Context: an optimization exercise on an open-source flow, tuned for small area and a short achievable clock period. The choices shown serve that exercise and are no tape-out recipe.
The RTL was checked by simulation tests, not by an equivalence proof against the original design.

## cast_unit
module cast_unit (
    input  wire        clk,
    input  wire        rst,
    input  wire        in_valid,
    input  wire [5:0]  in_src_fmt,
    input  wire [5:0]  in_dst_fmt,
    input  wire [1:0]  in_round,
    input  wire        in_ovf,
    input  wire [31:0] in_code,
    input  wire [63:0] in_seed,
    input  wire [15:0] in_tag,
    input  wire [47:0] in_idx,
    output reg         out_valid,
    output reg  [31:0] out_code,
    output reg         out_sat,
    output reg         out_nan,
    output reg         out_err
);
    localparam [31:0] K1 = 32'h9E37_79B9, K2 = 32'h3C6E_F372,
                      K3 = 32'hDAA6_6D2B, K4 = 32'h78DD_E6E4;
    reg        a_valid;
    reg [5:0]  a_src, a_dst;
    reg [1:0]  a_rnd;
    reg        a_ovf;
    reg [31:0] a_code;
    reg [31:0] a_x, a_y;
    always @(posedge clk) begin
        if (rst)
            a_valid <= 1'b0;
        else
            a_valid <= in_valid;
        a_src  <= in_src_fmt;
        a_dst  <= in_dst_fmt;
        a_rnd  <= in_round;
        a_ovf  <= in_ovf;
        a_code <= in_code;
        a_x    <= in_idx[31:0] ^ in_seed[31:0];
        a_y    <= {in_tag, in_idx[47:32]} ^ in_seed[63:32];
    end
    wire [31:0] cs1  = a_x ^ a_y ^ K1;
    wire [31:0] cc1w = (a_x & a_y) | (a_x & K1) | (a_y & K1);
    wire [31:0] a1, y1, cs2, a2, y2, cs3_u;
    wire [30:0] cc2, cc3_u;
    cast_unit_round #(.KN(K2)) rd1 (.cs(cs1), .cc(cc1w[30:0]), .y(a_y), .ao(a1), .yo(y1), .cso(cs2), .cco(cc2));
    cast_unit_round #(.KN(K3)) rd2 (.cs(cs2), .cc(cc2), .y(y1), .ao(a2), .yo(y2), .cso(cs3_u), .cco(cc3_u));
    wire [5:0]  sf = a_src;
    wire [31:0] c  = a_code;
  ...
export LEC_CHECK = 0
export CAP_MARGIN = 20
export CORE_MARGIN = 2
export CORE_UTILIZATION = 55
export CTS_CLUSTER_DIAMETER = 150
export CTS_CLUSTER_SIZE = 30
export SLEW_MARGIN = 20
create_clock -name core_clock -period 24.0 [get_ports {clk}]
standard.sh (not shown) runs the stock make flow with config.mk's settings and CLKGATE_MAP_FILE= SYNTH_SCRIPT=/design/flow/synth_recipe.tcl, a recipe that flattens the netlist after the stock synthesis.
==> flow/flow/run.sh <==
#!/bin/bash
# Own flow: the standard layout (standard.sh) with a different logic
# mapping step in synthesis; floorplan, placement, CTS and routing are the
# standard flow's, at the design's clock period and constraints.
#  - synthesis is ORFS synth.tcl run through synth_recipe.tcl as usual, except
#    that abc maps with flow/abc.script (area mapping under a delay target)
#    instead of abc_speed.script, and full/half-adder cells are not extracted
#    (ADDER_MAP_FILE empty). Registers are inferred before abc, so they are the
#    standard synthesis's.
#  - ABC_CLOCK_PERIOD_IN_PS is the delay target handed to abc's sizing.
#  - SETUP_SLACK_MARGIN=18.3: timing repair aims for that much setup slack
#  - port buffers are sky130_fd_sc_hd__buf_2 (one per input and output port)
# make's output goes to make.log here; each ORFS step logs under orfs/logs.
set -euo pipefail
W=$PWD
sed 's|  log_cmd abc {\*}$abc_args|  set abc_args [lreplace $abc_args 1 1 '"$W"'/flow/abc.script]\n  log_cmd abc {*}$abc_args|' "$FLOW_HOME/scripts/synth.tcl" > "$W/flow_synth.tcl"
grep -q "flow/abc.script" "$W/flow_synth.tcl"
sed "s|\$::env(SCRIPTS_DIR)/synth.tcl|$W/flow_synth.tcl|" "$W/synth_recipe.tcl" > "$W/flow_synth_recipe.tcl"
grep -q flow_synth.tcl "$W/flow_synth_recipe.tcl"
sed "s|SYNTH_SCRIPT=[^ ]*|SYNTH_SCRIPT=$W/flow_synth_recipe.tcl|" "$W/standard.sh" > "$W/flow_standard.sh"
grep -q flow_synth_recipe.tcl "$W/flow_standard.sh"
bash "$W/flow_standard.sh" ADDER_MAP_FILE= ABC_CLOCK_PERIOD_IN_PS=3500 SETUP_SLACK_MARGIN=18.3 "BUFFER_PORTS_ARGS=-buffer_cell sky130_fd_sc_hd__buf_2" finish > "$W/make.log" 2>&1
==> flow/flow/abc.script <==
strash
dch -f
map -D 3500
topo
stime -c
buffer -c
upsize -c
dnsize -c
The baseline completed with no timing, DRC or antenna violations.
==> next run, changes <==
--- a/flow/config.mk
+++ b/flow/config.mk
@@ -11,3 +11,3 @@
 export CTS_CLUSTER_DIAMETER = 150
-export CTS_CLUSTER_SIZE = 30
+export CTS_CLUSTER_SIZE = 25
 export SLEW_MARGIN = 20
Worst setup slack loses 0.0039 ns.
Routed wire length hardly moves.
Non-clock buffer count grows by 1.
Via count shrinks by 0.36%.
Worst hold slack gains 0.0047 ns.
Core utilization grows by 0.12 points.
==> next run, changes <==
--- a/flow/config.mk
+++ b/flow/config.mk
@@ -10,4 +10,2 @@
 export CORE_UTILIZATION = 55
-export CTS_CLUSTER_DIAMETER = 150
-export CTS_CLUSTER_SIZE = 25
 export SLEW_MARGIN = 20
Wire length climbs by 1.0%.
Via count climbs by about 1.1%.
Core utilization climbs by 1.8 points.
Register-to-register slack is about the same.
Final area climbs by about 3%.
Cell count climbs by 0.97%.
Setup slack improves by 0.012 ns.
First-iteration DRC count climbs by about 8%.
Hold slack degrades by 0.0045 ns.
==> next run, changes <==
--- a/flow/config.mk
+++ b/flow/config.mk
@@ -9,3 +9,5 @@
 export CORE_MARGIN = 2
-export CORE_UTILIZATION = 55
+export CORE_UTILIZATION = 65
+export CTS_CLUSTER_DIAMETER = 150
+export CTS_CLUSTER_SIZE = 20
 export SLEW_MARGIN = 20
What happened: Design area shrinks by 2.7%. Cell count shrinks by 2.8%. Core utilization grows by 9.9 points. Worst setup slack is worse by 0.091 ns. Routed wire length shrinks by 0.88%. Sequential share of layout area grows by 0.73 points. Die area shrinks by 15%.
==> next run, changes <==
--- a/flow/flow/run.sh
+++ b/flow/flow/run.sh
@@ -21,2 +21,2 @@
 grep -q flow_synth_recipe.tcl "$W/flow_standard.sh"
-bash "$W/flow_standard.sh" ADDER_MAP_FILE= ABC_CLOCK_PERIOD_IN_PS=3500 SETUP_SLACK_MARGIN=18.3 "BUFFER_PORTS_ARGS=-buffer_cell sky130_fd_sc_hd__buf_2" finish > "$W/make.log" 2>&1
+bash "$W/flow_standard.sh" ADDER_MAP_FILE= ABC_CLOCK_PERIOD_IN_PS=4000 SETUP_SLACK_MARGIN=18.3 "BUFFER_PORTS_ARGS=-buffer_cell sky130_fd_sc_hd__buf_2" finish > "$W/make.log" 2>&1
==> flow/flow/abc.script (replaced) <==
strash
dch -f
map -D 4000
topo
stime -c
buffer -c
upsize -c
dnsize -c
--- a/flow/config.mk
+++ b/flow/config.mk
@@ -9,5 +9,3 @@
 export CORE_MARGIN = 2
-export CORE_UTILIZATION = 65
-export CTS_CLUSTER_DIAMETER = 150
-export CTS_CLUSTER_SIZE = 20
+export CORE_UTILIZATION = 55
 export SLEW_MARGIN = 20
Effect: Core utilization went down by 6.9 points; maximum frequency climbs by about 1.5%.

cast_unit, a different RTL version from the one above (not shown whole).
For scale: roughly 380 flip-flops, ~210 I/O pins, roughly 27000 µm² of cells after synthesis.
==> flow/config.mk <==
export PLATFORM = sky130hd
export DESIGN_NAME = cast_unit
export DESIGN_NICKNAME = cast_unit
export VERILOG_FILES = /design/flow/design.v
export SDC_FILE = /design/flow/constraint.sdc
export NUM_CORES = 4
export LEC_CHECK = 0
export CAP_MARGIN = 20
export CORE_MARGIN = 2
export CORE_UTILIZATION = 55
export CTS_CLUSTER_DIAMETER = 150
export CTS_CLUSTER_SIZE = 25
export SLEW_MARGIN = 20
==> flow/constraint.sdc <==
create_clock -name core_clock -period 24.0 [get_ports {clk}]
set_input_delay 4.8000 -clock core_clock [delete_from_list [all_inputs] [get_ports {clk}]]
set_output_delay 4.8000 -clock core_clock [all_outputs]
set_load 0.01 [all_outputs]
==> flow/flow/run.sh <==
#!/bin/bash
# Own flow: the standard layout (standard.sh) with a different logic
# mapping step in synthesis; floorplan, placement, CTS and routing are the
# standard flow's, at the design's clock period and constraints.
#  - synthesis is ORFS synth.tcl run through synth_recipe.tcl as usual, except
#    that abc maps with flow/abc.script (area mapping under a delay target)
#    instead of abc_speed.script, and full/half-adder cells are not extracted
#    (ADDER_MAP_FILE empty). Registers are inferred before abc, so they are the
#    standard synthesis's.
#  - ABC_CLOCK_PERIOD_IN_PS is the delay target handed to abc's sizing.
#  - SETUP_SLACK_MARGIN=18.2: timing repair aims for that much setup slack
#  - port buffers are sky130_fd_sc_hd__buf_2 (one per input and output port)
# make's output goes to make.log here; each ORFS step logs under orfs/logs.
set -euo pipefail
W=$PWD
sed 's|  log_cmd abc {\*}$abc_args|  set abc_args [lreplace $abc_args 1 1 '"$W"'/flow/abc.script]\n  log_cmd abc {*}$abc_args|' "$FLOW_HOME/scripts/synth.tcl" > "$W/flow_synth.tcl"
grep -q "flow/abc.script" "$W/flow_synth.tcl"
sed "s|\$::env(SCRIPTS_DIR)/synth.tcl|$W/flow_synth.tcl|" "$W/synth_recipe.tcl" > "$W/flow_synth_recipe.tcl"
grep -q flow_synth.tcl "$W/flow_synth_recipe.tcl"
sed "s|SYNTH_SCRIPT=[^ ]*|SYNTH_SCRIPT=$W/flow_synth_recipe.tcl|" "$W/standard.sh" > "$W/flow_standard.sh"
grep -q flow_synth_recipe.tcl "$W/flow_standard.sh"
bash "$W/flow_standard.sh" ADDER_MAP_FILE= ABC_CLOCK_PERIOD_IN_PS=4200 SETUP_SLACK_MARGIN=18.2 "BUFFER_PORTS_ARGS=-buffer_cell sky130_fd_sc_hd__buf_2" finish > "$W/make.log" 2>&1
==> flow/flow/abc.script <==
strash
dch -f
map -D 4200
topo
stime -c
buffer -c
upsize -c
dnsize -c
The starting point finished with timing, DRC and antenna clean.
Next try:
--- a/flow/flow/run.sh
+++ b/flow/flow/run.sh
@@ -20,3 +20,3 @@
 sed "s|SYNTH_SCRIPT=[^ ]*|SYNTH_SCRIPT=$W/flow_synth_recipe.tcl|" "$W/standard.sh" > "$W/flow_standard.sh"
 grep -q flow_synth_recipe.tcl "$W/flow_standard.sh"
-bash "$W/flow_standard.sh" ADDER_MAP_FILE= ABC_CLOCK_PERIOD_IN_PS=4200 SETUP_SLACK_MARGIN=18.2 "BUFFER_PORTS_ARGS=-buffer_cell sky130_fd_sc_hd__buf_2" finish > "$W/make.log" 2>&1
+bash "$W/flow_standard.sh" ADDER_MAP_FILE= ABC_CLOCK_PERIOD_IN_PS=3800 SETUP_SLACK_MARGIN=18.2 "BUFFER_PORTS_ARGS=-buffer_cell sky130_fd_sc_hd__buf_2" finish > "$W/make.log" 2>&1
==> flow/flow/abc.script (replaced) <==
strash
dch -f
map -D 3800
topo
stime -c
buffer -c
upsize -c
dnsize -c
Count of clock-buffer cells in the layout is unchanged.
Via count climbs by 1.6%.
Core utilization drops by 2.6 points.
Next try:
--- a/flow/flow/run.sh
+++ b/flow/flow/run.sh
@@ -9,5 +9,5 @@
 #    standard synthesis's.
 #  - ABC_CLOCK_PERIOD_IN_PS is the delay target handed to abc's sizing.
-#  - SETUP_SLACK_MARGIN=18.2: timing repair aims for that much setup slack
+#  - SETUP_SLACK_MARGIN=18.3: timing repair aims for that much setup slack
 #  - port buffers are sky130_fd_sc_hd__buf_2 (one per input and output port)
 # make's output goes to make.log here; each ORFS step logs under orfs/logs.
@@ -20,3 +20,3 @@
 sed "s|SYNTH_SCRIPT=[^ ]*|SYNTH_SCRIPT=$W/flow_synth_recipe.tcl|" "$W/standard.sh" > "$W/flow_standard.sh"
 grep -q flow_synth_recipe.tcl "$W/flow_standard.sh"
-bash "$W/flow_standard.sh" ADDER_MAP_FILE= ABC_CLOCK_PERIOD_IN_PS=3800 SETUP_SLACK_MARGIN=18.2 "BUFFER_PORTS_ARGS=-buffer_cell sky130_fd_sc_hd__buf_2" finish > "$W/make.log" 2>&1
+bash "$W/flow_standard.sh" ADDER_MAP_FILE= ABC_CLOCK_PERIOD_IN_PS=3500 SETUP_SLACK_MARGIN=18.3 "BUFFER_PORTS_ARGS=-buffer_cell sky130_fd_sc_hd__buf_2" finish > "$W/make.log" 2>&1
==> flow/flow/abc.script (replaced) <==
strash
dch -f
map -D 3500
topo
stime -c
buffer -c
upsize -c
dnsize -c
Outcome:
- maximum frequency went down by 0.33%
- cell area is higher by 2.7%
- global-route usage came out higher by 0.60 points
- final cell count rose by 2.9%
- hold slack is about the same
- count of clock-buffer cells in the layout does not change
- synthesized area went up by 1.3%
Next try:
--- a/flow/config.mk
+++ b/flow/config.mk
@@ -10,4 +10,4 @@
 export CORE_UTILIZATION = 55
 export CTS_CLUSTER_DIAMETER = 150
-export CTS_CLUSTER_SIZE = 25
+export CTS_CLUSTER_SIZE = 30
 export SLEW_MARGIN = 20
The changed run passed the timing, DRC and antenna checks.
Die area does not change.
Final area barely changes.
First-iteration DRC count fell by about 4%.
Non-clock buffer count fell by 4.
Clock-buffer cell count fell by 1.
Critical path depth stays the same.
Next try:
--- a/flow/flow/run.sh
+++ b/flow/flow/run.sh
@@ -9,5 +9,5 @@
 #    standard synthesis's.
 #  - ABC_CLOCK_PERIOD_IN_PS is the delay target handed to abc's sizing.
-#  - SETUP_SLACK_MARGIN=18.3: timing repair aims for that much setup slack
+#  - SETUP_SLACK_MARGIN=17.8: timing repair aims for that much setup slack
 #  - port buffers are sky130_fd_sc_hd__buf_2 (one per input and output port)
 # make's output goes to make.log here; each ORFS step logs under orfs/logs.
@@ -20,3 +20,3 @@
 sed "s|SYNTH_SCRIPT=[^ ]*|SYNTH_SCRIPT=$W/flow_synth_recipe.tcl|" "$W/standard.sh" > "$W/flow_standard.sh"
 grep -q flow_synth_recipe.tcl "$W/flow_standard.sh"
-bash "$W/flow_standard.sh" ADDER_MAP_FILE= ABC_CLOCK_PERIOD_IN_PS=3500 SETUP_SLACK_MARGIN=18.3 "BUFFER_PORTS_ARGS=-buffer_cell sky130_fd_sc_hd__buf_2" finish > "$W/make.log" 2>&1
+bash "$W/flow_standard.sh" ADDER_MAP_FILE= ABC_CLOCK_PERIOD_IN_PS=3800 SETUP_SLACK_MARGIN=17.8 "BUFFER_PORTS_ARGS=-buffer_cell sky130_fd_sc_hd__buf_2" finish > "$W/make.log" 2>&1
==> flow/flow/abc.script (replaced) <==
strash
dch -f
map -D 3800
topo
stime -c
buffer -c
upsize -c
dnsize -c
--- a/flow/config.mk
+++ b/flow/config.mk
@@ -10,4 +10,4 @@
 export CORE_UTILIZATION = 55
 export CTS_CLUSTER_DIAMETER = 150
-export CTS_CLUSTER_SIZE = 30
+export CTS_CLUSTER_SIZE = 25
 export SLEW_MARGIN = 20
Effect: Register-to-register slack is worse by 0.19 ns. Cell area decreases by 3.3%. Wire length decreases by 4.7%. Via count decreases by 4.3%.

[static timing again, ports no longer ideal]
In the flow no input, the clock included, has a driving cell. The finished layouts below were timed again as built, in two steps.
Step 1 sets driving cells, clkbuf_16 on the clock port and buf_2 on the other inputs (assumed; they add their load-dependent delay and slew).
Step 2 also shifts input and output timing later by t, the mid clock arrival at the registers, as if the neighbouring blocks saw the same clock.
Three values: ideal, step 1, step 2; two values: the first two.
| run | shift t [ns] | setup WS [ns] | hold WS [ns] | worst setup path after step 2 | worst slew at a driven data input, ns |
|---|---|---|---|---|---|
| the first run of note 1 | 0.609 | 18.200 / 18.136 / 18.675 | 0.325 / 0.325 / 0.325 | register to register | 0.04 |
| the second run of note 1 | 0.611 | 18.196 / 18.136 / 18.617 | 0.330 / 0.330 / 0.330 | register to register | 0.04 |
| the third run of note 1 | 0.619 | 18.208 / 18.147 / 18.625 | 0.325 / 0.325 / 0.325 | register to register | 0.05 |
| the fourth run of note 1 | 0.620 | 18.117 / 18.056 / 18.629 | 0.316 / 0.316 / 0.316 | register to register | 0.06 |
| the fifth run of note 1 | 0.630 | 18.206 / 18.143 / 18.257 | 0.311 / 0.311 / 0.311 | register to register | 0.06 |
| the first run of note 2 | 0.607 | 18.218 / 18.161 / 18.388 | 0.341 / 0.341 / 0.341 | register to register | 0.06 |
| the second run of note 2 | 0.603 | 18.222 / 18.160 / 18.651 | 0.333 / 0.333 / 0.333 | register to register | 0.06 |
| the third run of note 2 | 0.601 | 18.203 / 18.144 / 18.554 | 0.333 / 0.333 / 0.333 | register to register | 0.06 |
| the fourth run of note 2 | 0.597 | 18.213 / 18.152 / 18.548 | 0.339 / 0.339 / 0.339 | register to register | 0.06 |
| the fifth run of note 2 | 0.603 | 18.221 / 18.160 / 18.365 | 0.334 / 0.334 / 0.334 | register to register | 0.06 |
After both steps every run listed still meets setup and hold.
